Background: an optimization exercise with open tools, aiming at small area, a short achievable clock period and few clock cycles per item. Do not read the settings as production practice. Where RTL was checked, it was by simulation tests only, not by an equivalence proof against the original.

// layer_blend
module layer_blend (
    input  wire        clk,
    input  wire        rst,
    input  wire        cfg_we,
    input  wire        cfg_addr,
    input  wire [31:0] cfg_wdata,
    input  wire        in_valid,
    output wire        in_ready,
    input  wire [11:0] fg_y,
    input  wire [11:0] fg_cb,
    input  wire [11:0] fg_cr,
    input  wire [10:0] fg_a,
    input  wire [11:0] key_y,
    input  wire [11:0] bg_y,
    input  wire [11:0] bg_cb,
    input  wire [11:0] bg_cr,
    output reg         out_valid,
    input  wire        out_ready,
    output reg  [11:0] out_y,
    output reg  [11:0] out_cb,
    output reg  [11:0] out_cr
);
For scale: ~3700 cells after synthesis, roughly 380 flip-flops, roughly 170 I/O pins.
clock: 95.0 ns
lec_check: 0
cap_margin: 20
core_margin: 2
core_utilization: 40
slew_margin: 20
synth_hierarchical: 1
synth_minimum_keep_size: 0
standard.sh (not shown) runs the stock make flow with config.mk's settings and CLKGATE_MAP_FILE= SYNTH_SCRIPT=/design/flow/synth_recipe.tcl, a recipe that flattens the netlist after the stock synthesis.
==> flow/flow/run.sh <==
#!/bin/bash
# The standard layout, with plain buf_2 cells as the port buffers instead of
# the delay buffers that buffer_ports picks by default.
set -euo pipefail
export BUFFER_PORTS_ARGS="-buffer_cell sky130_fd_sc_hd__buf_2"
bash standard.sh > standard_flow.log 2>&1
Testbench counts at the start, summed over its fixed seeds: cycles 24,768, items 24,576.
Next try:
--- a/flow/design.v
+++ b/flow/design.v
@@ -20,34 +20,40 @@
     output reg  [11:0] out_cb,
     output reg  [11:0] out_cr
 );
     reg        premul;
     reg [1:0]  asrc;
     reg [10:0] galpha;
     reg        key_inv;
-    reg [11:0] key_hi;
     reg [11:0] key_lo;
+    reg [11:0] key_r;
+    reg        key_new;
     always @(posedge clk) begin
         if (rst) begin
             premul  <= 1'b0;
             asrc    <= 2'b00;
             galpha  <= 11'h400;
             key_inv <= 1'b0;
-            key_hi  <= 12'heb0;
+            key_r   <= 12'heb0 - 12'h100;
             key_lo  <= 12'h100;
-        end else if (cfg_we) begin
-            if (cfg_addr == 1'b0) begin
+            key_new <= 1'b0;
+        end else begin
+            if (cfg_we && cfg_addr == 1'b0) begin
                 premul <= cfg_wdata[29];
                 asrc   <= cfg_wdata[25:24];
                 galpha <= cfg_wdata[10:0];
-            end else begin
+            end
+            if (cfg_we && cfg_addr == 1'b1) begin
                 key_inv <= cfg_wdata[31];
-                key_hi  <= cfg_wdata[27:16];
+                key_r   <= cfg_wdata[27:16];
                 key_lo  <= cfg_wdata[11:0];
+            end else if (key_new) begin
+                key_r   <= key_r - key_lo;
             end
+            key_new <= cfg_we && cfg_addr == 1'b1;
         end
     end
     reg v0, v1, v2, vh, vs, rdy;
     wire go      = !vs;
     wire r2_free = !v2 || go;
     wire r1_free = !v1 || r2_free;
     wire r0_free = !v0 || r1_free;
@@ -64,49 +70,49 @@
     always @(posedge clk) begin
         if (r0_free) begin
             r0_fy  <= fg_y;  r0_fcb <= fg_cb; r0_fcr <= fg_cr;
             r0_by  <= bg_y;  r0_bcb <= bg_cb; r0_bcr <= bg_cr;
             r0_key <= (asrc == 2'b01) ? {1'b0, fg_a} : key_y;
         end
     end
-    wire [11:0] r     = key_hi - key_lo;
+    wire [11:0] r     = key_r;
     wire        below = r0_key < key_lo;
-    wire        above = r0_key >= key_hi;
     wire [11:0] pos   = r0_key - key_lo;
+    wire        above = !below && pos >= r;
     reg  [11:0] rem1;
-    reg  [5:0]  qa;
+    reg  [4:0]  qa;
     reg  [12:0] t1;
     integer i;
     always @(*) begin
         rem1 = pos;
-        for (i = 5; i >= 0; i = i - 1) begin
+        for (i = 4; i >= 0; i = i - 1) begin
             t1    = {rem1, 1'b0} - {1'b0, r};
             qa[i] = !t1[12] || rem1[11];
             rem1  = qa[i] ? t1[11:0] : {rem1[10:0], 1'b0};
         end
     end
     reg [11:0] r1_fy, r1_fcb, r1_fcr, r1_by, r1_bcb, r1_bcr;
     reg [11:0] r1_rem;     
-    reg [5:0]  r1_qa;
+    reg [4:0]  r1_qa;
     reg        r1_below, r1_above;
     always @(posedge clk) begin
         if (r1_free) begin
             r1_fy  <= r0_fy;  r1_fcb <= r0_fcb; r1_fcr <= r0_fcr;
             r1_by  <= r0_by;  r1_bcb <= r0_bcb; r1_bcr <= r0_bcr;
             r1_rem <= (asrc == 2'b01) ? r0_key : rem1;   r1_qa  <= qa;
             r1_below <= below; r1_above <= above;
         end
     end
     reg  [11:0] rem2;
-    reg  [4:0]  qb;
+    reg  [5:0]  qb;
     reg  [12:0] t2;
     integer k;
     always @(*) begin
         rem2 = r1_rem;
-        for (k = 4; k >= 0; k = k - 1) begin
+        for (k = 5; k >= 0; k = k - 1) begin
             t2    = {rem2, 1'b0} - {1'b0, r};
             qb[k] = !t2[12] || rem2[11];
             rem2  = qb[k] ? t2[11:0] : {rem2[10:0], 1'b0};
         end
     end
     reg [9:0] b;
     reg       b10, rb;
@@ -119,15 +125,15 @@
                 b   = r1_rem[9:0];
                 b10 = r1_rem[10];
             end
             2'b10: begin
                 if (r1_below || r1_above)
                     b10 = r1_above ^ key_inv;
                 else begin
-                    b  = {r1_qa, qb[4:1]} ^ {10{key_inv}};
+                    b  = {r1_qa, qb[5:1]} ^ {10{key_inv}};
                     rb = qb[0] ^ key_inv;
                 end
             end
             default: b10 = 1'b1;
         endcase
     end
     reg [11:0] r2_fy, r2_fcb, r2_fcr, r2_by, r2_bcb, r2_bcr;
What happened: The changed run passed the timing, design-rule and antenna checks; final area is higher by 2.2%; sequential share of layout area decreases by 0.58 points; utilization went up by 0.11 points; routed wire length climbs by 4.3%; setup slack gets worse by 9.4 ps; area after synthesis climbs by 2.3%; global-route usage climbs by 0.15 points; hold slack gets better by 23 ps; clock skew went down by 21 ps; count of clock-buffer cells in the layout rose by 1; via count grows by 3.0%.
Function not checked in the second run of this note: the RTL went through the layout flow alone.

## static timing again, ports no longer ideal
In the flow no input, the clock included, has a driving cell. The finished layouts below were timed again as built, in two steps. Step 1 sets driving cells, clkbuf_16 on the clock port and buf_2 on the other inputs (assumed; they add their load-dependent delay and slew). Step 2 times the ports against the registers' clock, not the clock port: input delays grow and output delays shrink by t, the midpoint of the rising clock arrivals with the driver on. Slacks: ideal ports / drivers / drivers and shift; pairs: ideal ports / drivers.
run	t (ns)	setup slack, ns	latest minus earliest clock arrival (ns)	worst data-port slew with drivers (ns)	cell pins on the clock port's net
the first run	0.667	74.864 / 74.798 / 74.693	0.040 / 0.039	0.12	1
the second run	0.646	74.854 / 74.791 / 74.551	0.018 / 0.018	0.05	1
After both steps every run listed still meets setup and hold. The setup slack of the second run, which loses most, moves by -0.063 ns with the drivers and by -0.303 ns with both steps.
